This design comes from an exercise in tuning for small area, a short achievable clock period and few clock cycles on the open sky130 flow, not from production work. RTL that was checked went through simulation tests only; none was proved equivalent to the original. For run 6, only the layout was checked, not whether the RTL still works.

===== config.mk =====
export PLATFORM = sky130hd
export DESIGN_NAME = sha256_engine
export DESIGN_NICKNAME = sha256_engine
export VERILOG_FILES = /design/flow/design.v
export SDC_FILE = /design/flow/constraint.sdc
export NUM_CORES = 4
export LEC_CHECK = 0
export CAP_MARGIN = 20
export CORE_MARGIN = 2
export CORE_UTILIZATION = 40
export CTS_CLUSTER_DIAMETER = 120
export CTS_CLUSTER_SIZE = 24
export PLACE_DENSITY = 0.6
export SLEW_MARGIN = 20
export SYNTH_HIERARCHICAL = 1
export SYNTH_MINIMUM_KEEP_SIZE = 0

===== constraint.sdc =====
create_clock -name core_clock -period 11.0 [get_ports {clk}]
set_input_delay 2.2000 -clock core_clock [delete_from_list [all_inputs] [get_ports {clk}]]
set_output_delay 2.2000 -clock core_clock [all_outputs]
set_load 0.01 [all_outputs]

===== design.v =====
module sha256_engine (
    input  wire         clk,
    input  wire         rst,           
    input  wire         blk_valid,
    output wire         blk_ready,
    input  wire         blk_first,     
    input  wire [511:0] blk_data,      
    output reg          dig_valid,
    output wire [255:0] digest         
);
    localparam [31:0] IV0 = 32'h6A09E667, IV1 = 32'hBB67AE85, IV2 = 32'h3C6EF372, IV3 = 32'hA54FF53A,
                      IV4 = 32'h510E527F, IV5 = 32'h9B05688C, IV6 = 32'h1F83D9AB, IV7 = 32'h5BE0CD19;
    localparam [2047:0] K_TAB = {
        32'hC67178F2, 32'hBEF9A3F7, 32'hA4506CEB, 32'h90BEFFFA,
        32'h8CC70208, 32'h84C87814, 32'h78A5636F, 32'h748F82EE,
        32'h682E6FF3, 32'h5B9CCA4F, 32'h4ED8AA4A, 32'h391C0CB3,
        32'h34B0BCB5, 32'h2748774C, 32'h1E376C08, 32'h19A4C116,
        32'h106AA070, 32'hF40E3585, 32'hD6990624, 32'hD192E819,
        32'hC76C51A3, 32'hC24B8B70, 32'hA81A664B, 32'hA2BFE8A1,
        32'h92722C85, 32'h81C2C92E, 32'h766A0ABB, 32'h650A7354,
        32'h53380D13, 32'h4D2C6DFC, 32'h2E1B2138, 32'h27B70A85,
        32'h14292967, 32'h06CA6351, 32'hD5A79147, 32'hC6E00BF3,
        32'hBF597FC7, 32'hB00327C8, 32'hA831C66D, 32'h983E5152,
        32'h76F988DA, 32'h5CB0A9DC, 32'h4A7484AA, 32'h2DE92C6F,
        32'h240CA1CC, 32'h0FC19DC6, 32'hEFBE4786, 32'hE49B69C1,
        32'hC19BF174, 32'h9BDC06A7, 32'h80DEB1FE, 32'h72BE5D74,
        32'h550C7DC3, 32'h243185BE, 32'h12835B01, 32'hD807AA98,
        32'hAB1C5ED5, 32'h923F82A4, 32'h59F111F1, 32'h3956C25B,
        32'hE9B5DBA5, 32'hB5C0FBCF, 32'h71374491, 32'h428A2F98
    };
    reg  [5:0]  kaddr;
    wire [31:0] k_rom = K_TAB[32*kaddr +: 32];
    reg  [31:0] k_cur;
    reg  [5:0]  t;
    function [31:0] rotr(input [31:0] x, input integer n);
        rotr = (x >> n) | (x << (32 - n));
    endfunction
    function [31:0] big_sigma0(input [31:0] x);
        big_sigma0 = rotr(x, 2) ^ rotr(x, 13) ^ rotr(x, 22);
    endfunction
    function [31:0] big_sigma1(input [31:0] x);
        big_sigma1 = rotr(x, 6) ^ rotr(x, 11) ^ rotr(x, 25);
    endfunction
    function [31:0] small_sigma0(input [31:0] x);
        small_sigma0 = rotr(x, 7) ^ rotr(x, 18) ^ (x >> 3);
    endfunction
    function [31:0] small_sigma1(input [31:0] x);
        small_sigma1 = rotr(x, 17) ^ rotr(x, 19) ^ (x >> 10);
    endfunction
    function [31:0] csa_s(input [31:0] x, input [31:0] y, input [31:0] z);
        csa_s = x ^ y ^ z;
    endfunction
    function [31:0] csa_c(input [31:0] x, input [31:0] y, input [31:0] z);
        csa_c = {((x[30:0] & y[30:0]) | (x[30:0] & z[30:0]) | (y[30:0] & z[30:0])), 1'b0};
    endfunction
    reg  idle, ld, run;
    reg  [2:0] post;
    reg  fin;         
    reg  go;          
    reg  init_iv;     
    reg  first_cur;   
    reg  h_iv;        
    reg  rot;         
    reg  ffg;         
    reg  use_sch;     
    reg  rdy;
    reg  [3:0] wsel;  
    reg  n_idle, n_ld, n_run, n_fin, n_go;
    reg  [2:0] n_post;
    reg  [5:0] n_t;
    always @(*) begin
        n_idle = 1'b0; n_ld = 1'b0; n_run = 1'b0; n_post = 3'd0;
        n_fin = fin; n_go = go; n_t = t;
        if (idle) begin
            if (blk_valid) begin n_ld = 1'b1; n_fin = 1'b0; n_go = 1'b1; end
            else n_idle = 1'b1;
        end
        if (ld) begin
            if (go) begin n_run = 1'b1; n_t = 6'd0; end
            else n_post = 3'b001;
        end
        if (post[0]) n_post = 3'b010;
        if (post[1]) n_post = 3'b100;
        if (post[2]) n_idle = 1'b1;
        if (run) begin
            if (t == 6'd63) begin n_ld = 1'b1; n_fin = 1'b1; n_go = blk_valid; end
            else begin n_run = 1'b1; n_t = t + 6'd1; end
        end
        if (rst) begin
            n_idle = 1'b1; n_ld = 1'b0; n_run = 1'b0; n_post = 3'd0;
            n_t = 6'd0; n_fin = 1'b0; n_go = 1'b0;
        end
    end
    wire n_fetch0 = n_idle || (n_run && n_t == 6'd63);
    assign blk_ready = rdy;
    reg  [31:0] a, b, c, d, e, f, g, x;
    reg  [31:0] w [0:15];
    reg  [31:0] hc [0:7];    
    genvar gi;
    generate
        for (gi = 0; gi < 8; gi = gi + 1) begin : g_dig
            assign digest[255 - 32*gi -: 32] = hc[gi];
        end
    endgenerate
    wire [31:0] s1  = big_sigma1(e);
    wire [31:0] ch  = (e & f) ^ (~e & g);
    wire [31:0] s0  = big_sigma0(a);
    wire [31:0] maj = (a & b) | (a & c) | (b & c);
    wire [31:0] a1s = csa_s(x, ch, maj),   a1c = csa_c(x, ch, maj);
    wire [31:0] a2s = csa_s(s0, s1, a1s),  a2c = csa_c(s0, s1, a1s);
    wire [31:0] a3s = csa_s(a2s, a2c, a1c), a3c = csa_c(a2s, a2c, a1c);
    wire [31:0] a_nxt;
    sha256_cpa32 u_cpa_a (.x(a3s), .y(a3c), .s(a_nxt));
    wire [31:0] e1s = csa_s(x, ch, d),     e1c = csa_c(x, ch, d);
    wire [31:0] e2s = csa_s(e1s, e1c, s1), e2c = csa_c(e1s, e1c, s1);
    wire [31:0] e_nxt;
    sha256_cpa32 u_cpa_e (.x(e2s), .y(e2c), .s(e_nxt));
    reg  [3:0]  ivs;
    reg         biv;
    wire [31:0] iv_a = ({32{ivs[0]}} & IV3) | ({32{ivs[1]}} & IV2) | ({32{ivs[2]}} & IV1) | ({32{ivs[3]}} & IV0);
    wire [31:0] iv_e = ({32{ivs[0]}} & IV7) | ({32{ivs[1]}} & IV6) | ({32{ivs[2]}} & IV5) | ({32{ivs[3]}} & IV4);
    wire [31:0] base_a = biv ? iv_a : hc[3];
    wire [31:0] base_e = biv ? iv_e : hc[7];
    wire [31:0] sum_a, sum_e;
    sha256_cpa32 u_cpa_fa (.x(base_a), .y(ffg ? a : 32'd0), .s(sum_a));
    sha256_cpa32 u_cpa_fe (.x(base_e), .y(ffg ? e : 32'd0), .s(sum_e));
    wire [31:0] w_blk = blk_data[511 - 32*wsel -: 32];
    wire [31:0] ws1s = csa_s(small_sigma1(w[14]), w[9], small_sigma0(w[1]));
    wire [31:0] ws1c = csa_c(small_sigma1(w[14]), w[9], small_sigma0(w[1]));
    wire [31:0] ws2s = csa_s(ws1s, ws1c, w[0]), ws2c = csa_c(ws1s, ws1c, w[0]);
    wire [31:0] w_sch;
    sha256_cpa32 u_cpa_w (.x(ws2s), .y(ws2c), .s(w_sch));
    wire [31:0] w_in = use_sch ? w_sch : w_blk;
    wire        fetch0  = idle || (run && t == 6'd63);
    wire        init_nx = blk_first || (h_iv && idle);
    wire [31:0] x1s = csa_s(g, k_cur, w[15]), x1c = csa_c(g, k_cur, w[15]);
    wire [31:0] x_nxt;
    sha256_cpa32 u_cpa_x (.x(x1s), .y(x1c), .s(x_nxt));
    integer i;
    always @(posedge clk) begin
        x <= x_nxt;
        if (ld) begin
            a <= init_iv ? IV0 : sum_a;
            b <= init_iv ? IV1 : hc[0];
            c <= init_iv ? IV2 : hc[1];
            d <= init_iv ? IV3 : hc[2];
            e <= init_iv ? IV4 : sum_e;
            f <= init_iv ? IV5 : hc[4];
            g <= init_iv ? IV6 : hc[5];
        end else begin
            a <= a_nxt; b <= a; c <= b; d <= c;
            e <= e_nxt; f <= e;
            g <= fetch0 ? (init_nx ? IV7 : idle ? hc[6] : hc[5]) : f;
        end
        for (i = 0; i < 15; i = i + 1)
            w[i] <= w[i + 1];
        w[15] <= w_in;
        if (rot) begin
            hc[0] <= sum_a; hc[1] <= hc[0]; hc[2] <= hc[1]; hc[3] <= hc[2];
            hc[4] <= sum_e; hc[5] <= hc[4]; hc[6] <= hc[5]; hc[7] <= hc[6];
        end
        if (rst) begin
            idle <= 1'b1; ld <= 1'b0; run <= 1'b0; post <= 3'd0;
            t         <= 6'd0;
            fin       <= 1'b0;
            go        <= 1'b0;
            h_iv      <= 1'b1;
            rot       <= 1'b0;
            rdy       <= 1'b0;
            dig_valid <= 1'b0;
        end else begin
            idle <= n_idle; ld <= n_ld; run <= n_run; post <= n_post;
            t <= n_t; fin <= n_fin; go <= n_go;
            rot <= (n_post != 3'd0) || n_ld
                   || (n_run && (n_t == 6'd61 || n_t == 6'd62 || n_t == 6'd63));
            rdy <= n_run && (n_t == 6'd13);
            dig_valid <= ld && fin;
            if (ld && fin) h_iv <= 1'b0;
        end
        ffg     <= n_run || (n_ld && n_fin);
        biv     <= (n_run || (n_ld && n_fin)) && ((ld && go) ? init_iv : first_cur);
        ivs     <= {n_ld, n_run && n_t == 6'd63, n_run && n_t == 6'd62, n_run && n_t == 6'd61};
        use_sch <= n_run && (n_t >= 6'd14) && (n_t != 6'd63);
        wsel    <= n_fetch0 ? 4'd0 : n_ld ? 4'd1 : n_t[3:0] + 4'd2;
        kaddr   <= n_fetch0 ? 6'd0 : n_ld ? 6'd1 : n_t + 6'd2;
        k_cur   <= k_rom;
        if (fetch0) init_iv <= init_nx;
        if (ld && go) first_cur <= init_iv;
    end
endmodule
module sha256_cpa32 (
    input  wire [31:0] x,
    input  wire [31:0] y,
    output wire [31:0] s
);
    wire [31:0] g0 = x & y;
    wire [31:0] p0 = x ^ y;
    wire g1 = g0[1] | (p0[1] & g0[0]);
    wire p1 = p0[1] & p0[0];
    wire g2 = g0[3] | (p0[3] & g0[2]);
    wire p2 = p0[3] & p0[2];
    wire g3 = g0[5] | (p0[5] & g0[4]);
    wire p3 = p0[5] & p0[4];
    wire g4 = g0[7] | (p0[7] & g0[6]);
    wire p4 = p0[7] & p0[6];
    wire g5 = g0[9] | (p0[9] & g0[8]);
    wire p5 = p0[9] & p0[8];
    wire g6 = g0[11] | (p0[11] & g0[10]);
    wire p6 = p0[11] & p0[10];
    wire g7 = g0[13] | (p0[13] & g0[12]);
    wire p7 = p0[13] & p0[12];
    wire g8 = g0[15] | (p0[15] & g0[14]);
    wire p8 = p0[15] & p0[14];
    wire g9 = g0[17] | (p0[17] & g0[16]);
    wire p9 = p0[17] & p0[16];
    wire g10 = g0[19] | (p0[19] & g0[18]);
    wire p10 = p0[19] & p0[18];
    wire g11 = g0[21] | (p0[21] & g0[20]);
    wire p11 = p0[21] & p0[20];
    wire g12 = g0[23] | (p0[23] & g0[22]);
    wire p12 = p0[23] & p0[22];
    wire g13 = g0[25] | (p0[25] & g0[24]);
    wire p13 = p0[25] & p0[24];
    wire g14 = g0[27] | (p0[27] & g0[26]);
    wire p14 = p0[27] & p0[26];
    wire g15 = g0[29] | (p0[29] & g0[28]);
    wire p15 = p0[29] & p0[28];
    wire g16 = g0[31] | (p0[31] & g0[30]);
    wire p16 = p0[31] & p0[30];
    wire g17 = g0[2] | (p0[2] & g1);
    wire p17 = p0[2] & p1;
    wire g18 = g2 | (p2 & g1);
    wire p18 = p2 & p1;
    wire g19 = g0[6] | (p0[6] & g3);
    wire p19 = p0[6] & p3;
    wire g20 = g4 | (p4 & g3);
    wire p20 = p4 & p3;
    wire g21 = g0[10] | (p0[10] & g5);
    wire p21 = p0[10] & p5;
    wire g22 = g6 | (p6 & g5);
    wire p22 = p6 & p5;
    wire g23 = g0[14] | (p0[14] & g7);
    wire p23 = p0[14] & p7;
    wire g24 = g8 | (p8 & g7);
    wire p24 = p8 & p7;
    wire g25 = g0[18] | (p0[18] & g9);
    wire p25 = p0[18] & p9;
    wire g26 = g10 | (p10 & g9);
    wire p26 = p10 & p9;
    wire g27 = g0[22] | (p0[22] & g11);
    wire p27 = p0[22] & p11;
    wire g28 = g12 | (p12 & g11);
    wire p28 = p12 & p11;
    wire g29 = g0[26] | (p0[26] & g13);
    wire p29 = p0[26] & p13;
    wire g30 = g14 | (p14 & g13);
    wire p30 = p14 & p13;
    wire g31 = g0[30] | (p0[30] & g15);
    wire p31 = p0[30] & p15;
    wire g32 = g16 | (p16 & g15);
    wire p32 = p16 & p15;
    wire g33 = g0[4] | (p0[4] & g18);
    wire p33 = p0[4] & p18;
    wire g34 = g3 | (p3 & g18);
    wire p34 = p3 & p18;
    wire g35 = g19 | (p19 & g18);
    wire p35 = p19 & p18;
    wire g36 = g20 | (p20 & g18);
    wire p36 = p20 & p18;
    wire g37 = g0[12] | (p0[12] & g22);
    wire p37 = p0[12] & p22;
    wire g38 = g7 | (p7 & g22);
    wire p38 = p7 & p22;
    wire g39 = g23 | (p23 & g22);
    wire p39 = p23 & p22;
    wire g40 = g24 | (p24 & g22);
    wire p40 = p24 & p22;
    wire g41 = g0[20] | (p0[20] & g26);
    wire p41 = p0[20] & p26;
    wire g42 = g11 | (p11 & g26);
    wire p42 = p11 & p26;
    wire g43 = g27 | (p27 & g26);
    wire p43 = p27 & p26;
    wire g44 = g28 | (p28 & g26);
    wire p44 = p28 & p26;
    wire g45 = g0[28] | (p0[28] & g30);
    wire p45 = p0[28] & p30;
    wire g46 = g15 | (p15 & g30);
    wire p46 = p15 & p30;
    wire g47 = g31 | (p31 & g30);
    wire p47 = p31 & p30;
    wire g48 = g32 | (p32 & g30);
    wire p48 = p32 & p30;
    wire g49 = g0[8] | (p0[8] & g36);
    wire p49 = p0[8] & p36;
    wire g50 = g5 | (p5 & g36);
    wire p50 = p5 & p36;
    wire g51 = g21 | (p21 & g36);
    wire p51 = p21 & p36;
    wire g52 = g22 | (p22 & g36);
    wire p52 = p22 & p36;
    wire g53 = g37 | (p37 & g36);
    wire p53 = p37 & p36;
    wire g54 = g38 | (p38 & g36);
    wire p54 = p38 & p36;
    wire g55 = g39 | (p39 & g36);
    wire p55 = p39 & p36;
    wire g56 = g40 | (p40 & g36);
    wire p56 = p40 & p36;
    wire g57 = g0[24] | (p0[24] & g44);
    wire p57 = p0[24] & p44;
    wire g58 = g13 | (p13 & g44);
    wire p58 = p13 & p44;
    wire g59 = g29 | (p29 & g44);
    wire p59 = p29 & p44;
    wire g60 = g30 | (p30 & g44);
    wire p60 = p30 & p44;
    wire g61 = g45 | (p45 & g44);
    wire p61 = p45 & p44;
    wire g62 = g46 | (p46 & g44);
    wire p62 = p46 & p44;
    wire g63 = g47 | (p47 & g44);
    wire p63 = p47 & p44;
    wire g64 = g48 | (p48 & g44);
    wire p64 = p48 & p44;
    wire g65 = g0[16] | (p0[16] & g56);
    wire p65 = p0[16] & p56;
    wire g66 = g9 | (p9 & g56);
    wire p66 = p9 & p56;
    wire g67 = g25 | (p25 & g56);
    wire p67 = p25 & p56;
    wire g68 = g26 | (p26 & g56);
    wire p68 = p26 & p56;
    wire g69 = g41 | (p41 & g56);
    wire p69 = p41 & p56;
    wire g70 = g42 | (p42 & g56);
    wire p70 = p42 & p56;
    wire g71 = g43 | (p43 & g56);
    wire p71 = p43 & p56;
    wire g72 = g44 | (p44 & g56);
    wire p72 = p44 & p56;
    wire g73 = g57 | (p57 & g56);
    wire p73 = p57 & p56;
    wire g74 = g58 | (p58 & g56);
    wire p74 = p58 & p56;
    wire g75 = g59 | (p59 & g56);
    wire p75 = p59 & p56;
    wire g76 = g60 | (p60 & g56);
    wire p76 = p60 & p56;
    wire g77 = g61 | (p61 & g56);
    wire p77 = p61 & p56;
    wire g78 = g62 | (p62 & g56);
    wire p78 = p62 & p56;
    wire g79 = g63 | (p63 & g56);
    wire p79 = p63 & p56;
    wire g80 = g64 | (p64 & g56);
    wire p80 = p64 & p56;
    wire [31:0] cy = {g79, g78, g77, g76, g75, g74, g73, g72, g71, g70, g69, g68, g67, g66, g65, g56, g55, g54, g53, g52, g51, g50, g49, g36, g35, g34, g33, g18, g17, g1, g0[0], 1'b0};
    assign s = p0 ^ cy;
endmodule

===== flow/run.sh =====
#!/bin/bash
# The standard layout (standard.sh), with timing repair asked to
# overfix setup by SETUP_SLACK_MARGIN ns; the clock and constraints are
# the design's. The make output goes to standard_flow.log, each ORFS step's
# log to orfs/logs.
set -euo pipefail
export SETUP_SLACK_MARGIN=6.5
# every port still gets a buffer, of the smallest buffer cell
export BUFFER_PORTS_ARGS="-buffer_cell sky130_fd_sc_hd__buf_1"
bash standard.sh > standard_flow.log 2>&1

===== standard.sh =====
#!/bin/bash
# synth_recipe.tcl (not shown) runs the flow's synth.tcl, then flattens the netlist and writes it again
# the make line also repeats each setting of config.mk as NAME=value (left out here)
make -C /OpenROAD-flow-scripts/flow DESIGN_CONFIG=/design/flow/config.mk WORK_HOME=/design/flow/orfs CLKGATE_MAP_FILE= SYNTH_SCRIPT=/design/flow/synth_recipe.tcl "${@:-finish}"

==> run summary, run 1 <==
outcome=timing/DRC/antenna clean; Remaining DRCs=0; CP Cell Sequence=xnor2_1, xnor2_1, fa_1, fa_1, ha_1, a21oi_2, o21ai_1, a211oi_2, a21oi_2, a221o_2, xor2_1, a22oi_1, o21ai_0; CTS tree=done; Post-Synth XOR/XNOR Area=around 6.6%; Max-Cap Viols=0; Die W=372 µm; largest net degree at the start of global routing=about 150; top_reg_cell synth=dfxtp_1; reg-to-reg slack, setup=6.59 ns; antenna violations before repair=35; area of the core=approximately 0.13 mm²; Die Area=0.138 mm²; Clock transition at path regs=about 0.10 ns; starting density of the core=40.1%; Hold WS=about 0.32 ns; Pre-Repair DR Iteration Count=6; Synth Area in Simple Gates=between 8 and 9%; Final WS setup=6.59 ns; Core Rows=135; # fillers=12900; Sink Count=1089; Final Slew Violations=0; sequential share of the synthesized area=45.0%; DRT iter0 DRCs=4837; Routed WL per cell=between 30 and 40 µm; min Tclk post-route=around 4.4 ns; Hold Path End=w[5][9]$_DFF_P_; clock skew=0.0606 ns; CP startpoint kind=register; number of port buffers=~770; hold-fix buffers at CTS=0; global router's overall resource usage=31.7%; Hold Crit Class=reg -> reg; drt via density=about 5.6; post-synthesis mux area share=6.60%; post-DP HPWL=between 150000 and 200000 µm; num ports=774; Worst Path Arrival=slightly below 5 ns; worst min-delay path startpoint=w[6][9]$_DFF_P_; Synth Area in Compound Gates=between 10% and 20%; H-tree lvl count=2; Post-Syn Instances=4992; max incr delay on CP=0.56 ns; Critical R2R Capture=w[15][29]$_DFF_P_; CP required=roughly 12 ns; Skew-Pair Late Insertion Delay=0.70 ns; Tcrit/Tclk final=40.1%; CTS Root Cell=clkbuf_16; clock buffer count from CTS=51; Vias=41700; flip-flop and latch count after synthesis=1089; placed inst area=0.0587 mm²; setup slack at placement=6.03 ns; nets@finish=6606; largest fanout on the critical path=5; RR Startpoint=w[1][26]$_DFF_P_; slowest CP cell=dfxtp_1; endpoints failing hold=0; Cell variety after synth=87; RSZ-0062 raised after global routing=true; Synth Area per Inst=10.9 µm²; worst-margin pin slew=1.13 ns; Fmax achieved=0.227 GHz; Post-Synth Adder-Cell Area=around 15%; vias in the first global route=~40000; CP Capture Type=register; Setup CP Type=reg -> reg; Area growth syn-to-layout=12.2%; post-route cell area=0.0608 mm²; final setup violation count=0; async set or reset register ratio after synthesis=0%; first-pass GRT wire length=307000 µm; maximum clock insertion buffer count=3; Die Ht=around 370 µm; largest family of logic cells by synthesized area=adder cells; synthesized cell area=0.0542 mm²; fraction of layout cells with a size suffix above 1=7.56%; Post-Route Setup TNS=0 ns; Reg2Reg Depth=13; Hold Path Depth=0; GPL Wtd Cong=slightly above 1; DRT antenna net count=0; total wire length=225000 µm; Ys Warns=9; Slew HR=24.9%; grt ovf=0; EDFF count, synth=257
per-layer routing:
| layer | part of all wire, % | track usage [%] |
|---|---|---|
| met1 | 46 | 48.2 |
| met2 | 43 | 46.5 |
| met3 | 10 | 7.03 |
| met4 | 1.8 | 5.21 |
| met5 | 0.046 | 0 |
worst max-delay path, delay by kind of cell, from the launching register on:
| family | cells | cell delay, ns |
|---|---|---|
| adders and majority gates | 3 | 1.38 |
| DFF | 1 | 0.56 |
| xor gates and xnor gates | 3 | 0.61 |
| AOI/OAI and AO/OA | 7 | 1.73 |
synthesized netlist by cell type (12+ instances only):
cell	count	share of area [%]
o22ai_1	20	0.23
a211oi_1	19	0.26
a21o_1	46	0.64
o211ai_1	31	0.43
edfxtp_1	257	14
mux4_2	104	4.3
buf_2	50	0.46
and2_1	70	0.81
a211oi_2	18	0.42
clkbuf_1	197	1.4
nand3_1	49	0.45
nand2b_1	36	0.42
nor3_1	55	0.51
a21oi_1	295	2.7
o22a_1	111	1.8
xor2_1	60	0.97
inv_1	427	3.0
and3_1	14	0.16
ha_1	206	4.8
a22oi_1	41	0.57
or4_1	12	0.17
nor2b_1	36	0.42
nor2_1	291	2.0
buf_1	19	0.13
o21a_1	25	0.35
nand2_1	309	2.1
o21ai_1	32	0.30
o21ai_0	324	3.0
xnor2_1	346	5.6
fa_1	275	10
mux2i_1	119	2.2
a31oi_1	32	0.37
nand4_1	33	0.38
dfxtp_1	832	31
modules after synthesis (local to each module, per instance):
module,cells,cell area [µm²],flip-flops and latches
sha256_engine,3882,45500,1089
sha256_cpa32,185,1440,0
state kept, by name, summed over array words and instances, names as in the netlist, 3 cells and up:
name   cells
e         32
post       3
b         32
w        512
c         32
kaddr      6
a         32
t          6
k_cur     32
g         32
hc       256
f         32
x         32
ivs        4
d         32
metrics by stage:
step	instances	util, %
finish	7431	45.1
detailed placement	7323	43.5
CTS	7407	44.7
floorplan	4996	-
global route	7419	45.0
global placement	7323	43.5
cell usage in the layout (no fill, tap or decap), types with 19 or more instances in the layout:
| cell type | instances |
|---|---|
| o21ai_0 | 315 |
| o22ai_1 | 20 |
| a31oi_1 | 32 |
| nor2b_1 | 34 |
| ha_1 | 196 |
| nand3_1 | 49 |
| buf_4 | 48 |
| clkbuf_16 | 51 |
| xor2_1 | 60 |
| o22a_1 | 111 |
| a21o_1 | 46 |
| buf_1 | 773 |
| a211oi_1 | 19 |
| o21ai_1 | 39 |
| nand2_1 | 308 |
| nand4_1 | 33 |
| dfxtp_2 | 30 |
| and2_1 | 70 |
| nand2b_1 | 34 |
| dfxtp_1 | 770 |
| nor2_1 | 288 |
| xnor2_1 | 340 |
| o21a_1 | 25 |
| inv_1 | 427 |
| mux4_2 | 104 |
| a21oi_1 | 291 |
| mux2i_1 | 93 |
| a22oi_1 | 41 |
| o211ai_1 | 31 |
| edfxtp_1 | 257 |
| fa_1 | 275 |
| dfxtp_4 | 32 |
| nor3_1 | 55 |
| clkbuf_1 | 25 |
cell type report:
cell class	count	area, µm²	share of cell area, %
diodes	14	35.0	0.0576
clock buffers	76	1370	2.25
clock inverters	4	82.6	0.136
inverters	429	1610	2.65
multi-input cells	3209	27600	45.3
flip-flops and latches	1089	24500	40.3
well taps	1781	2230	3.67
repair buffers	829	3390	5.57
worst max-delay path by stage:
stage	from	cells after the start	slack (ns)	to
floorplan	a[13]$_DFF_P_	16	6.82	a[16]$_DFF_P_
global placement	kaddr[0]$_SDFF_PP0_	7	5.95	w[15][27]$_DFF_P_
detailed placement	kaddr[0]$_SDFF_PP0_	7	6.03	w[15][27]$_DFF_P_
CTS	a[5]$_DFF_P_	15	6.50	a[29]$_DFF_P_
global route	e[1]$_DFF_P_	13	6.44	e[31]$_DFF_P_
finish	w[1][26]$_DFF_P_	13	6.59	w[15][29]$_DFF_P_
kinds of logic (layout without fill, tap and decap cells):
kind of cell,after synthesis,count (layout)
xor+xnor,407,407
fa+ha+maj,485,485
other cells,1,19
mux,227,227
flops,1089,1089
buf+inv,699,1338
compound gates,1137,1137
simple gates,947,948
timing repair:
item,in CTS,in global routing
cloned,1,0
pin swaps,2,5
endpoints found under the setup margin,54,47
setup buffers,3,10
resized for setup,74,86
Testbench counts, summed over its fixed seeds: cycles 12,504.
==> inputs of run 2 (changes only) <==
--- a/flow/run.sh
+++ b/flow/run.sh
@@ -6,3 +6,3 @@
 set -euo pipefail
-export SETUP_SLACK_MARGIN=6.5
+export SETUP_SLACK_MARGIN=7.5
 # every port still gets a buffer, of the smallest buffer cell
==> run 2 against run 1 <==
Via count grew 6.7%. Critical endpoint is now a[29]$_DFF_P_. Worst setup slack better by 0.14 ns. Synthesized cell count is the same. Sequential cell count did not move. Sequential share of layout area is 3.3 points lower. Final area is 9.6% higher. Clock skew is 0.0044 ns lower. Worst hold slack worse by 0.023 ns.
==> run summary, run 2 <==
outcome=timing/DRC/antenna clean; Synth Area in Simple Gates=8.10%; largest fanout on the critical path=4; Final Slew Violations=0; clock buffer count from CTS=52; Post-Route Setup TNS=0 ns; highest-count cells in the layout ignoring fill and taps=700 x dfxtp_1, 647 x buf_1, 420 x inv_1; Sink Count=1089; global router's overall resource usage=32.8%; Ys Warns=9; CTS tree=done; CP startpoint kind=register; EDFF count, synth=257; DRT antenna net count=0; Cell variety after synth=a little under 90; Die W=372 µm; maximum clock insertion buffer count=3; endpoints failing hold=0; hold-fix buffers at CTS=0; CP Cell Sequence=mux2i_4, fa_1, inv_1, fa_1, fa_1, ha_4, o211ai_1, o211ai_1, buf_4, a211oi_4, a21oi_2, a221o_2, xor2_1, o22a_1; grt ovf=0; Area growth syn-to-layout=23.0%; Fmax achieved=0.234 GHz; vias in the first global route=41600; final setup violation count=0; GPL Wtd Cong=1.10; post-synth top area share=30.7%; max reg flops=512; Skew-Pair Late Insertion Delay=0.72 ns; antenna violations before repair=59; Synth Area per Inst=10.9 µm²; biggest regs=w (512), hc (256); worst setup path start=e[3]$_DFF_P_; Hold Crit Class=reg -> reg; clock skew=between 0.05 and 0.06 ns; async set or reset register ratio after synthesis=0%; Post-synth top cells=832 x dfxtp_1, 427 x inv_1, 346 x xnor2_1, 324 x o21ai_0, 309 x nand2_1; min Tclk post-route=4.27 ns; Vias=between 40000 and 50000; fraction of layout cells with a size suffix above 1=21.3%; Critical R2R Capture=a[29]$_DFF_P_; critical path endpoint=a[29]$_DFF_P_; H-tree lvl count=2; drt via density=5.67; largest net degree at the start of global routing=137; post-DP HPWL=182000 µm; total wire length=234000 µm; Die Ht=372 µm; most common cell in the synthesized netlist=dfxtp_1; most common cell after layout, fill and taps aside=dfxtp_1; top area cells in the synthesized netlist=dfxtp_1 31%, edfxtp_1 14%, fa_1 10%; Core Rows=135; RR Startpoint=e[3]$_DFF_P_; Post-Synth Adder-Cell Area=15.0%; flip-flop and latch count after synthesis=1089; num ports=774; synthesized cell area=0.0542 mm²; sequential share of the synthesized area=45.0%; Synth Area in Compound Gates=13.7%; Die Area=0.138 mm²; worst-margin pin slew=1.15 ns; CP Capture Type=register; Max-Cap Viols=0; Setup CP Type=reg -> reg; Pre-Repair DR Iteration Count=6; Post-Synth XOR/XNOR Area=6.59%; DRT iter0 DRCs=5170; top_reg_cell synth=dfxtp_1; first-pass GRT wire length=318000 µm; placed inst area=0.0590 mm²; Post-Syn Instances=4992; Reg2Reg Depth=14; leading area contributor after synthesis=dfxtp_1; max incr delay on CP=around 0.57 ns; Remaining DRCs=0; Clock transition at path regs=0.10 ns; CTS Root Cell=clkbuf_16; Top reg by flops=w; CP required=11.59 ns; nets@finish=around 7000; number of port buffers=773; RSZ-0062 raised after global routing=true; reg-to-reg slack, setup=6.73 ns; slowest CP cell=fa_1; Tcrit/Tclk final=between 30 and 40%; post-route cell area=roughly 0.067 mm²; Worst Path Arrival=4.86 ns; most numerous cell on the critical path=fa_1; area of the core=0.135 mm²; starting density of the core=between 40 and 50%; Routed WL per cell=29.8 µm; largest family of logic cells by synthesized area=adder cells; Slew HR=around 23%; post-synthesis mux area share=approximately 6.6%
## run 2: cell counts after synthesis
No cell type changed its count.
## run 2: cells by family after synthesis
group,Yosys count
muxes,227
xor gates and xnor gates,407
buffers and inverters,699
DFF,1089
and+or+nand+nor,947
AOI/OAI and AO/OA,1137
adders and majority gates,485
other,1
## run 2: cell type report
cell class | count | area [µm²]
tap | 1781 | 2230
multi-input combinational | 3211 | 29300
timing repair buffer | 1250 | 7200
clock buffer | 79 | 1400
fill | 12400 | 68300
inverter | 429 | 1620
sequential | 1089 | 24700
clock inverter | 7 | 114
antenna | 11 | 27.5
## run 2: worst min-delay path by stage
stage / startpoint / end / slack (ns) / depth (start not counted)
after floorplan: w[2][19]$_DFF_P_ / w[1][19]$_DFF_P_ / 0.31 / 0
after global placement: w[5][5]$_DFF_P_ / w[4][5]$_DFF_P_ / 0.31 / 0
after detailed placement: w[11][0]$_DFF_P_ / w[10][0]$_DFF_P_ / 0.31 / 0
after CTS: w[4][13]$_DFF_P_ / w[3][13]$_DFF_P_ / 0.31 / 0
after global routing: w[4][13]$_DFF_P_ / w[3][13]$_DFF_P_ / 0.31 / 0
final: w[4][13]$_DFF_P_ / w[3][13]$_DFF_P_ / 0.30 / 0
## run 2: routing by layer
metal  global-route usage [%]  vias to the layer above  part of all wire (%)
li1                         -                    19300                     -
met1                     50.9                    22700                    46
met2                     47.2                     2294                    42
met3                     6.41                      218                    10
met4                     5.83                       22                   1.8
met5                        0                        -                 0.054
## run 2: per-stage QoR
stage          hold WS (ns)  util, %  std cells  worst slack (ns)
6_report              0.301     49.4       7857              6.73
5_1_grt               0.312     49.4       7850              6.60
4_1_cts               0.308     48.0       7741              6.86
3_5_place_dp          0.312     43.7       7319              6.26
3_3_place_gp          0.310     43.7       7319              6.29
2_1_floorplan         0.309        -       4996              7.03
## run 2: critical path, delay by kind of cell, from the launching register on
family | cells | cell delay [ns]
multiplexers | 1 | 0.27
buffers and inverters | 2 | 0.27
flip-flops | 1 | 0.38
XOR/XNOR | 1 | 0.16
AO/OA/AOI/OAI | 6 | 1.43
adder cells (fa/ha/maj) | 4 | 1.67
## run 2: Yosys stat by module (local to each module, per instance)
module | area [µm²] | times used | cells
sha256_engine | 45500 | 1 | 3882
sha256_cpa32 | 1440 | 6 | 185
## run 2: what timing repair did
item | CTS | global route
gates resized for setup | 448 | 327
endpoints found under the setup margin | 387 | 300
setup buffers | 332 | 105
endpoints found under the hold margin | 0 | 0
pin swaps | 93 | 98
gates cloned | 4 | 0
==> inputs of run 3 (changes only) <==
--- a/flow/run.sh
+++ b/flow/run.sh
@@ -6,3 +6,3 @@
 set -euo pipefail
-export SETUP_SLACK_MARGIN=7.5
+export SETUP_SLACK_MARGIN=6.75
 # every port still gets a buffer, of the smallest buffer cell
==> run 3 against run 2 <==
Still clean on timing, DRC and antenna. Worst hold slack better by 0.021 ns. Final area down 7.2%. Die area unchanged. Non-clock buffer count down 367.
==> run summary, run 3 <==
area of the multi-input gates=roughly 0.028 mm²; RR Startpoint=w[14][24]$_DFF_P_; nets@finish=6660; final setup violation count=0; first-pass GRT wire length=308000 µm; Worst Path Arrival=4.75 ns; CTS tree=done; drt via density=5.59; antenna violations before repair=41; CP startpoint kind=register; Slew HR=24.0%; CP Capture Type=register; hold-fix buffers at CTS=0; Die W=approximately 370 µm; maximum clock insertion buffer count=3; num ports=774; Setup CP Type=reg -> reg; reg-to-reg slack, setup=6.75 ns; Hold Crit Class=reg -> reg; leading area contributor after synthesis=dfxtp_1; vias in the first global route=39800; Pre-Repair DR Iteration Count=6; top_reg_cell synth=dfxtp_1; EDFF count, synth=257; Post-Route Setup TNS=0 ns; outcome=timing/DRC/antenna clean; Critical R2R Capture=w[15][21]$_DFF_P_; Die Area=0.138 mm²; Reg2Reg Depth=12; Area growth syn-to-layout=14.1%; area of the core=0.135 mm²; async set or reset register ratio after synthesis=0%; post-synth top area share=30.7%; GPL Wtd Cong=1.01; DRT iter0 DRCs=4535; flip-flop and latch count after synthesis=1089; synthesized cell area=0.0542 mm²; max reg flops=512; grt ovf=0; global router's overall resource usage=between 30% and 40%; H-tree lvl count=2; RSZ-0062 raised after global routing=true; Post-Syn Instances=4992; Top reg by flops=w; clock buffer count from CTS=51; Clock transition at path regs=0.10 ns; Final Slew Violations=0; fraction of layout cells with a size suffix above 1=10.1%; Synth Area per Inst=10.9 µm²; DRT antenna net count=0; most common cell in the synthesized netlist=dfxtp_1; CP required=11.50 ns; top area cells in the synthesized netlist=dfxtp_1 31%, edfxtp_1 14%, fa_1 10%; highest-count cells in the layout ignoring fill and taps=773 x buf_1, 720 x dfxtp_1, 427 x inv_1; Sink Count=1089; largest fanout on the critical path=4; Core Rows=135; Skew-Pair Late Insertion Delay=roughly 0.71 ns; Routed WL per cell=30.2 µm; worst-margin pin slew=1.14 ns; Remaining DRCs=0; min Tclk post-route=4.25 ns; worst setup path start=w[14][24]$_DFF_P_; Tcrit/Tclk final=38.6%; post-DP HPWL=approximately 180000 µm; sequential share of the synthesized area=45.0%; register area=between 0.02 and 0.025 mm²; endpoints failing hold=0; Ys Warns=9; critical path endpoint=w[15][21]$_DFF_P_; starting density of the core=between 40% and 50%; Post-synth top cells=832 x dfxtp_1, 427 x inv_1, 346 x xnor2_1, 324 x o21ai_0, 309 x nand2_1; biggest regs=w (512), hc (256); most common cell after layout, fill and taps aside=buf_1; Final Util=between 40% and 50%; Placed Instances=~7300; Cell variety after synth=87; fin cells=7487; total wire length=between 200000 and 250000 µm; Hold WS=~0.32 ns; CTS Root Cell=clkbuf_16; largest net degree at the start of global routing=148; clock skew=0.0664 ns; number of port buffers=773; Vias=41800; Die Ht=372 µm; # fillers=12800; Max-Cap Viols=0; Fmax achieved=0.235 GHz
run 3: cell counts after synthesis:
Identical to the previous run, type by type.
run 3: how the worst min path moves through the flow:
stage,startpoint,slack [ns],depth (start not counted),to
2_1_floorplan,w[11][0]$_DFF_P_,0.31,0,w[10][0]$_DFF_P_
3_3_place_gp,w[3][19]$_DFF_P_,0.31,0,w[2][19]$_DFF_P_
3_5_place_dp,w[2][10]$_DFF_P_,0.31,0,w[1][10]$_DFF_P_
4_1_cts,w[6][9]$_DFF_P_,0.32,0,w[5][9]$_DFF_P_
5_1_grt,w[2][21]$_DFF_P_,0.33,0,w[1][21]$_DFF_P_
6_report,w[5][2]$_DFF_P_,0.32,0,w[4][2]$_DFF_P_
run 3: layer usage:
| metal | wire length [µm] | global-route usage (%) | vias up |
|---|---|---|---|
| met1 | 104000 | 48.1 | 21200 |
| met3 | 21800 | 7.38 | 208 |
| li1 | - | - | 18600 |
| met4 | 4090 | 5.13 | 16 |
| met5 | 109 | 0 | - |
| met2 | 96300 | 46.9 | 1897 |
run 3: metrics by stage:
stage          worst slack [ns]  cell area [µm²]
2_1_floorplan              6.82            54200
3_3_place_gp               5.95            58700
3_5_place_dp               6.03            58700
4_1_cts                    6.75            61000
5_1_grt                    6.63            61800
6_report                   6.75            61800
run 3: layout make-up:
class / instances / area share, %
antenna: 16 / 0.0648
clock buffer: 76 / 2.22
clock inverter: 4 / 0.134
inverter: 429 / 2.61
multi-input combinational: 3209 / 45.3
sequential: 1089 / 39.9
tap: 1781 / 3.61
timing repair buffer: 883 / 6.19
run 3: logic make-up (layout without fill, tap and decap cells):
group | after synthesis | in the layout | share of synthesized area [%]
AOI/OAI and AO/OA | 1137 | 1137 | 13.7
xor gates and xnor gates | 407 | 407 | 6.59
adders and majority gates | 485 | 485 | 15.0
buffers and inverters | 699 | 1392 | 4.99
DFF | 1089 | 1089 | 45.0
muxes | 227 | 227 | 6.60
other | 1 | 21 | 0.00692
and+or+nand+nor | 947 | 948 | 8.10
run 3: worst max-delay path, stage by stage, from the launching register on:
cell and delay, ns:
dfxtp_2 0.45, xnor2_1 0.10, xnor2_1 0.33, fa_1 0.49, fa_1 0.46, ha_1 0.36, o21ai_1 0.13, a2111oi_4 0.47
nand2_1 0.22, a31oi_2 0.27, xor2_1 0.10, a22oi_1 0.37, o21ai_0 0.29
run 3: modules after synthesis, one instance, submodules excluded:
module,cells inside,copies in the design
sha256_cpa32,185,6
sha256_engine,3882,1
run 3: what timing repair did:
action	4_1_cts	5_1_grt
pin swaps	11	24
setup endpoints to repair	95	58
resized for setup	201	114
setup buffers	32	35
gates cloned	1	0
==> inputs of run 4 (changes only) <==
--- a/flow/run.sh
+++ b/flow/run.sh
@@ -6,3 +6,3 @@
 set -euo pipefail
-export SETUP_SLACK_MARGIN=6.75
+export SETUP_SLACK_MARGIN=7
 # every port still gets a buffer, of the smallest buffer cell
==> run 4 against run 3 <==
Still clean. Worst setup slack better by 0.087 ns. Final area increased by 1.9%. Largest cell class unchanged.
==> run summary, run 4 <==
outcome=timing/DRC/antenna clean; Die Ht=372 µm; Hold Path Depth=0; top_reg_cell synth=dfxtp_1; Placed Instances=between 7000 and 8000; antenna violations before repair=38; CP Cell Sequence=buf_4, xnor2_1, xnor2_1, fa_2, fa_2, ha_4, a211oi_4, o211ai_1, buf_4, a211oi_4, a21oi_4, a221o_2, xor2_1, o22a_1; hold-fix buffers at CTS=0; Slew HR=28.9%; clock buffer count from CTS=between 50 and 60; placed inst area=0.0588 mm²; DRT antenna net count=0; Top Family by Delay on Critical Path=compound AO/OA/AOI/OAI gates; fraction of layout cells with a size suffix above 1=13.0%; vias in the first global route=40200; CP Buf/Inv Count=2; Final Util=46.6%; Tcrit/Tclk final=~38%; async set or reset register ratio after synthesis=0%; Post-Route Setup TNS=0 ns; total wire length=229000 µm; CP startpoint kind=register; EDFF count, synth=257; num ports=774; Hold Crit Class=reg -> reg; Worst Path Arrival=roughly 4.8 ns; CTS tree=done; post-DP HPWL=185000 µm; fin cells=between 7000 and 8000; final setup violation count=0; first-pass GRT wire length=311000 µm; largest fanout on the critical path=4; uppermost layer routed=met5; max reg flops=512; critical path depth in cells=14; sequential share of the synthesized area=45.0%; WL met2=96600 µm; worst-margin pin slew=1.06 ns; wl on met1=105000 µm; met3 WL=22600 µm; synthesized cell area=approximately 0.054 mm²; clock skew=0.0378 ns; register area=0.0247 mm²; Vias=42300; maximum clock insertion buffer count=3; drt via density=5.62; Synth Area per Inst=10.9 µm²; RSZ-0062 raised after global routing=true; largest net degree at the start of global routing=134; Die W=372 µm; most common cell after layout, fill and taps aside=buf_1; nets@finish=about 6700; flip-flop and latch count after synthesis=1089; biggest regs=w (512), hc (256); area of the multi-input gates=roughly 0.029 mm²; post-route cell area=0.0630 mm²; max incr delay on CP=0.52 ns; Setup CP Type=reg -> reg; CTS Root Cell=clkbuf_16; Ys Warns=9; global router's overall resource usage=about a third; Clock transition at path regs=0.11 ns; Core Rows=135; Skew-Pair Late Insertion Delay=0.71 ns; leading area contributor after synthesis=dfxtp_1; Remaining DRCs=0; most common cell in the synthesized netlist=dfxtp_1; endpoints failing hold=0; Routed WL per cell=between 30 and 40 µm; Top reg by flops=w; Post-Syn Instances=4992; Cell variety after synth=87; Sink Count=1089; Die Area=0.138 mm²; Reg2Reg Depth=14; Fmax achieved=0.240 GHz; Pre-Repair DR Iteration Count=6; top area cells in the synthesized netlist=dfxtp_1 31%, edfxtp_1 14%, fa_1 10%; starting density of the core=about two fifths; Max-Cap Viols=0; slowest CP cell=fa_2; Final Slew Violations=0; Area growth syn-to-layout=16.2%; number of port buffers=773; DRT iter0 DRCs=between 4000 and 5000; CP Capture Type=register; post-synth top area share=30.7%; # fillers=around 13000; area of the core=0.135 mm²; min Tclk post-route=4.16 ns; CP required=11.60 ns; GPL Wtd Cong=1.03; grt ovf=0; highest-count cells in the layout ignoring fill and taps=773 x buf_1, 692 x dfxtp_1, 422 x inv_1; Post-synth top cells=832 x dfxtp_1, 427 x inv_1, 346 x xnor2_1, 324 x o21ai_0, 309 x nand2_1; H-tree lvl count=2
## run 4: cell counts after synthesis
No cell type changed its count.
## run 4: what timing repair did
action	CTS	global route
gates cloned	1	0
gates resized for setup	288	207
pin swaps	50	93
setup endpoints to repair	107	83
buffers inserted	52	48
## run 4: worst paths after layout
path | startpoint | end | slack, ns
hold / removal | w[10][25]$_DFF_P_ | w[9][25]$_DFF_P_ | 0.31
setup / recovery | a[4]$_DFF_P_ | a[29]$_DFF_P_ | 6.84
hold reg to reg | w[10][25]$_DFF_P_ | w[9][25]$_DFF_P_ | 0.31
setup reg to reg | a[4]$_DFF_P_ | a[29]$_DFF_P_ | 6.84
## run 4: layout make-up
| class | instances | share of cell area [%] |
|---|---|---|
| well taps | 1781 | 3.54 |
| repair buffers | 918 | 6.53 |
| flip-flops and latches | 1089 | 39.3 |
| repair inverters | 1 | 0.00795 |
| clock inverters | 7 | 0.207 |
| clock buffers | 73 | 2.19 |
| diodes | 17 | 0.0676 |
| multi-input cells | 3208 | 45.6 |
| inverters | 429 | 2.56 |
## run 4: Yosys stat by module (local to each module, per instance)
module         cells inside  area, µm²  flops+latches  times used
sha256_engine          3882      45500           1089           1
sha256_cpa32            185       1440              0           6
## run 4: metrics by stage
step	setup WS, ns	hold slack [ns]
6_report	6.84	0.306
5_1_grt	6.74	0.322
4_1_cts	6.83	0.323
3_5_place_dp	6.02	0.312
3_3_place_gp	6.08	0.309
2_1_floorplan	7.00	0.310
## run 4: per-layer routing
layer  up-vias  track usage, %
met5         -               0
li1      18600               -
met4         6            5.91
met3       212            8.33
met1     21500            48.2
met2      1965            46.9
## run 4: worst reg2reg max path: cells and delay by family (launching register included)
kind	cells	cell delay, ns
adders and majority gates	3	1.22
xor gates and xnor gates	3	0.77
DFF	1	0.37
AOI/OAI and AO/OA	6	1.37
buffers and inverters	2	0.35
## run 4: cells by family (layout without fill, tap and decap cells)
| kind of cell | Yosys count | count (layout) | synth area share [%] |
|---|---|---|---|
| adder cells (fa/ha/maj) | 485 | 485 | 15.0 |
| flip-flops | 1089 | 1089 | 45.0 |
| buffers and inverters | 699 | 1428 | 4.99 |
| AO/OA/AOI/OAI | 1137 | 1137 | 13.7 |
| XOR/XNOR | 407 | 407 | 6.59 |
| multiplexers | 227 | 227 | 6.60 |
| other | 1 | 22 | 0.00692 |
| AND/OR/NAND/NOR | 947 | 947 | 8.10 |
==> inputs of run 5 (changes only) <==
--- a/config.mk
+++ b/config.mk
@@ -12,3 +12,3 @@
 export CTS_CLUSTER_SIZE = 24
-export PLACE_DENSITY = 0.6
+export PLACE_DENSITY = 0.7
 export SLEW_MARGIN = 20
==> run 5 against run 4 <==
Still clean on timing, DRC and antenna. Maximum frequency shrank 0.93%. Critical endpoint unchanged. Die area is the same. Count of clock-buffer cells in the layout grew 4.
==> run summary, run 5 <==
Post-Route Setup TNS=0 ns; total wire length=226000 µm; Max-Cap Viols=0; max reg flops=approximately 500; most common cell in the synthesized netlist=dfxtp_1; Die Ht=372 µm; hold-fix buffers at CTS=0; Hold Path End=w[10][3]$_DFF_P_; WL met2=~94000 µm; Ys Warns=9; first-pass GRT wire length=308000 µm; Hold Crit Class=reg -> reg; fraction of layout cells with a size suffix above 1=12.4%; top_reg_cell synth=dfxtp_1; grt ovf=0; Post-Syn Instances=4992; Post-synth top cells=832 x dfxtp_1, 427 x inv_1, 346 x xnor2_1, 324 x o21ai_0, 309 x nand2_1; post-synth top area share=30.7%; reg-to-reg slack, setup=roughly 6.8 ns; area of the multi-input gates=about 0.029 mm²; Final Slew Violations=0; Hold Path Depth=0; area of the core=0.135 mm²; Final Util=46.5%; uppermost layer routed=met5; outcome=timing/DRC/antenna clean; wl on met1=103000 µm; Fmax achieved=0.238 GHz; worst min-delay path startpoint=w[11][3]$_DFF_P_; Critical R2R Capture=a[29]$_DFF_P_; DRT iter0 DRCs=5243; Die Area=0.138 mm²; min Tclk post-route=4.20 ns; Top reg by flops=w; maximum clock insertion buffer count=3; number of port buffers=773; CTS Root Cell=clkbuf_16; Hold WS=0.319 ns; Vias=roughly 42000; final setup violation count=0; starting density of the core=roughly 40%; global router's overall resource usage=31.7%; num ports=774; clock skew=approximately 0.042 ns; met3 WL=approximately 24000 µm; Placed Instances=7317; sequential share of the synthesized area=45.0%; # fillers=12400; fin cells=between 7000 and 8000; synthesized cell area=0.0542 mm²; worst-margin pin slew=1.14 ns; endpoints failing hold=0; Die W=372 µm; nets@finish=6676; Worst Path Arrival=4.80 ns; Clock transition at path regs=0.10 ns; Area growth syn-to-layout=15.9%; flip-flop and latch count after synthesis=1089; Remaining DRCs=0; leading area contributor after synthesis=dfxtp_1; Skew-Pair Late Insertion Delay=0.70 ns; post-DP HPWL=about 180000 µm; Cell variety after synth=87; Synth Area per Inst=10.9 µm²; DRT antenna net count=0; CP startpoint kind=register; CTS tree=done; CP Capture Type=register; highest-count cells in the layout ignoring fill and taps=773 x buf_1, 707 x dfxtp_1, 426 x inv_1; drt via density=5.66; most common cell after layout, fill and taps aside=buf_1; top area cells in the synthesized netlist=dfxtp_1 31%, edfxtp_1 14%, fa_1 10%; vias in the first global route=40400; CP required=11.60 ns; H-tree lvl count=2; Tcrit/Tclk final=38.2%; RSZ-0062 raised after global routing=true; Reg2Reg Depth=12; async set or reset register ratio after synthesis=0%; Routed WL per cell=30.1 µm; antenna violations before repair=42; Core Rows=about 140; Setup CP Type=reg -> reg; RR Startpoint=e[24]$_DFF_P_; Sink Count=~1100; setup slack at placement=5.81 ns; Final WS setup=6.80 ns; largest fanout on the critical path=6; biggest regs=w (512), hc (256); Pre-Repair DR Iteration Count=6; largest net degree at the start of global routing=123; register area=around 0.025 mm²; GPL Wtd Cong=1.04; EDFF count, synth=257; clock buffer count from CTS=52; Slew HR=23.4%
-- run 5: worst max path at each step --
stage,startpoint,end,slack [ns]
floorplan,e[5]$_DFF_P_,a[29]$_DFF_P_,7.00
global placement,kaddr[0]$_SDFF_PP0_,w[15][26]$_DFF_P_,5.81
detailed placement,kaddr[0]$_SDFF_PP0_,w[15][26]$_DFF_P_,5.81
CTS,a[6]$_DFF_P_,a[29]$_DFF_P_,6.88
global route,e[3]$_DFF_P_,a[29]$_DFF_P_,6.64
finish,e[24]$_DFF_P_,a[29]$_DFF_P_,6.80
-- run 5: timing repair --
item                                   CTS  global route
endpoints found under the hold margin    0             0
pin swaps                               33            84
gates resized for setup                303           173
setup buffers                           59            29
setup endpoints to repair              129            84
cloned                                   1             0
-- run 5: Yosys stat by module, one instance, submodules excluded --
module	times used	cells	cell area (µm²)	flip-flops and latches
sha256_engine	1	3882	45500	1089
sha256_cpa32	6	185	1440	0
-- run 5: layout make-up --
cell class	instances	area share, %
antenna	22	0.0877
clock buffer	77	2.22
clock inverter	5	0.167
inverter	429	2.57
multi-input combinational	3209	45.8
sequential	1089	39.3
tap	1781	3.55
timing repair buffer	898	6.33
-- run 5: critical path, stage by stage, from the launching register on --
cell      delay, ns
dfxtp_1        0.64
mux2i_2        0.45
fa_1           0.48
inv_1          0.09
fa_1           0.41
fa_1           0.38
ha_1           0.40
a21oi_1        0.19
o21bai_2       0.10
a21o_1         0.21
a221o_2        0.41
xor2_1         0.15
o22a_1         0.18
-- run 5: through the flow --
stage	cell area, µm²
final	62800
after global routing	62800
after CTS	61800
after detailed placement	58700
after global placement	58700
after floorplan	54400
-- run 5: routing by layer --
metal / track usage, % / vias up
met3: 7.41 / 224
met4: 6.23 / 10
met1: 48.3 / 21400
met2: 45.3 / 2199
li1: - / 18600
met5: 0 / -
-- run 5: kinds of logic after synthesis --
kind of cell	synth area share, %
and+or+nand+nor	8.10
adders and majority gates	15.0
xor gates and xnor gates	6.59
AOI/OAI and AO/OA	13.7
other	0.00692
muxes	6.60
DFF	45.0
buffers and inverters	4.99
==> inputs of run 6 (changes only) <==
--- a/design.v
+++ b/design.v
@@ -31,4 +31,3 @@
     reg  [5:0]  kaddr;
-    wire [31:0] k_rom = K_TAB[32*kaddr +: 32];
-    reg  [31:0] k_cur;
+    wire [31:0] k_cur = K_TAB[32*kaddr +: 32];
     reg  [5:0]  t;
@@ -184,4 +183,3 @@
         wsel    <= n_fetch0 ? 4'd0 : n_ld ? 4'd1 : n_t[3:0] + 4'd2;
-        kaddr   <= n_fetch0 ? 6'd0 : n_ld ? 6'd1 : n_t + 6'd2;
-        k_cur   <= k_rom;
+        kaddr   <= n_ld ? 6'd0 : n_t + 6'd1;
         if (fetch0) init_iv <= init_nx;
--- a/config.mk
+++ b/config.mk
@@ -12,3 +12,3 @@
 export CTS_CLUSTER_SIZE = 24
-export PLACE_DENSITY = 0.7
+export PLACE_DENSITY = 0.6
 export SLEW_MARGIN = 20
==> run 6 against run 5 <==
Register-to-register slack got worse by 0.09 ns. Global-route usage up 1.5 points. Core utilization is 1.8 points higher. Routed wire length rose by 5.9%. Worst hold slack worse by 0.013 ns. First-iteration DRC count decreased by 5.0%. Final cell count rose by 2.9%.
==> run summary, run 6 <==
Hold Crit Class=reg -> reg; leading area contributor after synthesis=dfxtp_1; async set or reset register ratio after synthesis=0%; worst min-delay path startpoint=w[2][9]$_DFF_P_; Ys Warns=9; synthesized cell area=0.0543 mm²; Die Area=around 0.14 mm²; Core Rows=approximately 140; worst-margin pin slew=1.10 ns; Pre-Repair DR Iteration Count=6; vias in the first global route=between 40000 and 50000; CTS tree=done; largest fanout on the critical path=6; CP Cell Sequence=clkinvlp_4, ha_4, nor3b_4, buf_6, nor2_4, mux4_2, a21oi_4, fa_1, inv_2, ha_4, a211oi_4, o211ai_1, a211oi_2, a21oi_4, a221o_2, mux2i_1; largest family of logic cells by synthesized area=adder cells; nets@finish=6890; max reg flops=512; first-pass GRT wire length=321000 µm; Top reg by flops=w; Final Slew Violations=0; total wire length=239000 µm; most common cell after layout, fill and taps aside=buf_1; Post-Synth Adder-Cell Area=14.9%; Critical R2R Capture=x[31]$_DFF_P_; Routed WL per cell=30.9 µm; Setup CP Type=reg -> reg; EDFF count, synth=257; Top Family by Delay on Critical Path=compound AO/OA/AOI/OAI gates; Reg2Reg Depth=16; Clock transition at path regs=0.10 ns; num ports=774; Remaining DRCs=0; post-synthesis mux area share=6.75%; grt ovf=0; Skew-Pair Late Insertion Delay=0.71 ns; DRT iter0 DRCs=4982; hold-fix buffers at CTS=0; Die W=372 µm; number of port buffers=773; Area growth syn-to-layout=20.4%; CP Capture Type=register; flip-flop and latch count after synthesis=1061; global router's overall resource usage=33.1%; RSZ-0062 raised after global routing=true; outcome=timing/DRC/antenna clean; CP required=around 12 ns; Cell variety after synth=89; clock buffer count from CTS=53; Post-Synth XOR/XNOR Area=6.56%; Slew HR=26.8%; Post-Syn Instances=5075; min Tclk post-route=~4.3 ns; reg-to-reg slack, setup=6.71 ns; Post-synth top cells=804 x dfxtp_1, 556 x inv_1, 347 x xnor2_1, 307 x nand2_1, 293 x a21oi_1; Hold Path End=w[1][9]$_DFF_P_; Tcrit/Tclk final=roughly two fifths; Synth Area in Compound Gates=13.7%; biggest regs=w (512), hc (256); starting density of the core=40.2%; RR Startpoint=kaddr[1]$_SDFF_PP0_; most common cell in the synthesized netlist=dfxtp_1; DRT antenna net count=0; Hold Path Depth=0; top area cells in the synthesized netlist=dfxtp_1 30%, edfxtp_1 14%, fa_1 10%; setup slack at placement=5.35 ns; antenna violations before repair=52; Max-Cap Viols=0; max incr delay on CP=around 0.49 ns; clock skew=0.0577 ns; Worst Path Arrival=4.88 ns; post-DP HPWL=185000 µm; top_reg_cell synth=dfxtp_1; endpoints failing hold=0; Final WS setup=6.71 ns; worst setup path start=kaddr[1]$_SDFF_PP0_; Fmax achieved=0.233 GHz; Synth Area in Simple Gates=~8.5%; Post-Route Setup TNS=0 ns; Die Ht=372 µm; maximum clock insertion buffer count=3; Sink Count=1061; fraction of layout cells with a size suffix above 1=17.7%; H-tree lvl count=2; area of the core=0.135 mm²; CTS Root Cell=clkbuf_16; final setup violation count=0; largest net degree at the start of global routing=144; drt via density=5.74; CP startpoint kind=register; GPL Wtd Cong=1.01; CP Buf/Inv Count=3; slowest CP cell=mux4_2; highest-count cells in the layout ignoring fill and taps=772 x buf_1, 645 x dfxtp_1, 541 x inv_1; post-synth top area share=between 20 and 30%; Vias=44300; Synth Area per Inst=10.7 µm²; sequential share of the synthesized area=between 40% and 50%
==> run 6: kinds of logic (layout without fill, tap and decap cells) <==
family | Yosys count | in the layout
AOI/OAI and AO/OA | 1103 | 1103
buffers and inverters | 824 | 1668
xor gates and xnor gates | 407 | 407
muxes | 227 | 227
adders and majority gates | 483 | 483
DFF | 1061 | 1061
other | 1 | 26
and+or+nand+nor | 969 | 970
==> run 6: layer usage <==
metal  vias up  share of wire (%)  global-route usage [%]
li1      19100                  -                       -
met1     22300                 40                    43.2
met2      2433                 44                    49.7
met3       500                 11                    10.9
met4        44                5.1                    14.8
met5         -               0.25                    1.57
==> run 6: per-stage QoR <==
stage / std cells / util (%) / hold slack [ns] / area, µm²
after floorplan: 5079 / - / 0.310 / 54700
after global placement: 7404 / 43.7 / 0.310 / 59000
after detailed placement: 7404 / 43.7 / 0.312 / 59000
after CTS: 7628 / 47.0 / 0.308 / 63500
after global routing: 7722 / 48.4 / 0.310 / 65400
final: 7726 / 48.4 / 0.307 / 65400
==> run 6: worst max-delay path by stage <==
| stage | end | slack [ns] | cells past startpoint |
|---|---|---|---|
| global placement | x[16]$_DFF_P_ | 5.31 | 16 |
| global route | a[31]$_DFF_P_ | 6.60 | 16 |
| CTS | a[31]$_DFF_P_ | 6.77 | 15 |
| detailed placement | x[16]$_DFF_P_ | 5.35 | 16 |
| floorplan | x[16]$_DFF_P_ | 6.90 | 17 |
| finish | x[31]$_DFF_P_ | 6.71 | 16 |
==> run 6: per-module statistics from Yosys (local to each module, per instance) <==
module,times used,cells,area [µm²]
sha256_engine,1,3965,45700
sha256_cpa32,6,185,1440
==> run 6: area by class of cell <==
class	count	area (µm²)
inverter	558	2120
sequential	1061	24200
tap	1781	2230
clock buffer	76	1490
fill	12700	69800
timing repair buffer	1026	5160
multi-input combinational	3195	30000
timing repair inverter	1	7.51
antenna	21	52.6
clock inverter	7	111
==> run 6: what timing repair did <==
action                     4_1_cts  5_1_grt
setup endpoints to repair      178       86
pin swaps                      115      136
setup buffers                  137       77
gates cloned                     4        0
resized for setup              474      262

-- afterwards: timing with drivers on the ports --
Ports are ideal in the flow. The routed layouts listed here were re-timed in OpenROAD. Step 1 assumes that a clkbuf_16 drives the clock port and a buf_2 every other input. Step 2 moves the port delays by t, midway between the first and last clock arrival at a register: inputs arrive t later, outputs are due t later. That takes back most of the time a late clock gives input paths. a / b / c = ideal ports / drivers / drivers and shift; a / b = the first two.
run | t (ns) | slack for setup (ns) | worst setup path at the end | worst data-port slew with drivers (ns)
run 1 | 0.740 | 6.589 / 6.589 / 6.375 | input to register | 0.28
run 2 | 0.774 | 6.730 / 6.730 / 6.730 | register to register | 0.30
run 3 | 0.744 | 6.750 / 6.750 / 6.373 | input to register | 0.30
run 4 | 0.768 | 6.837 / 6.837 / 6.510 | input to register | 0.29
run 5 | 0.752 | 6.798 / 6.798 / 6.554 | input to register | 0.30
run 6 | 0.744 | 6.709 / 6.709 / 6.311 | input to register | 0.25
After both steps every run listed still meets setup and hold. The setup slack of run 6, which loses most, moves by 0.000 ns with the drivers and by -0.398 ns with both steps.
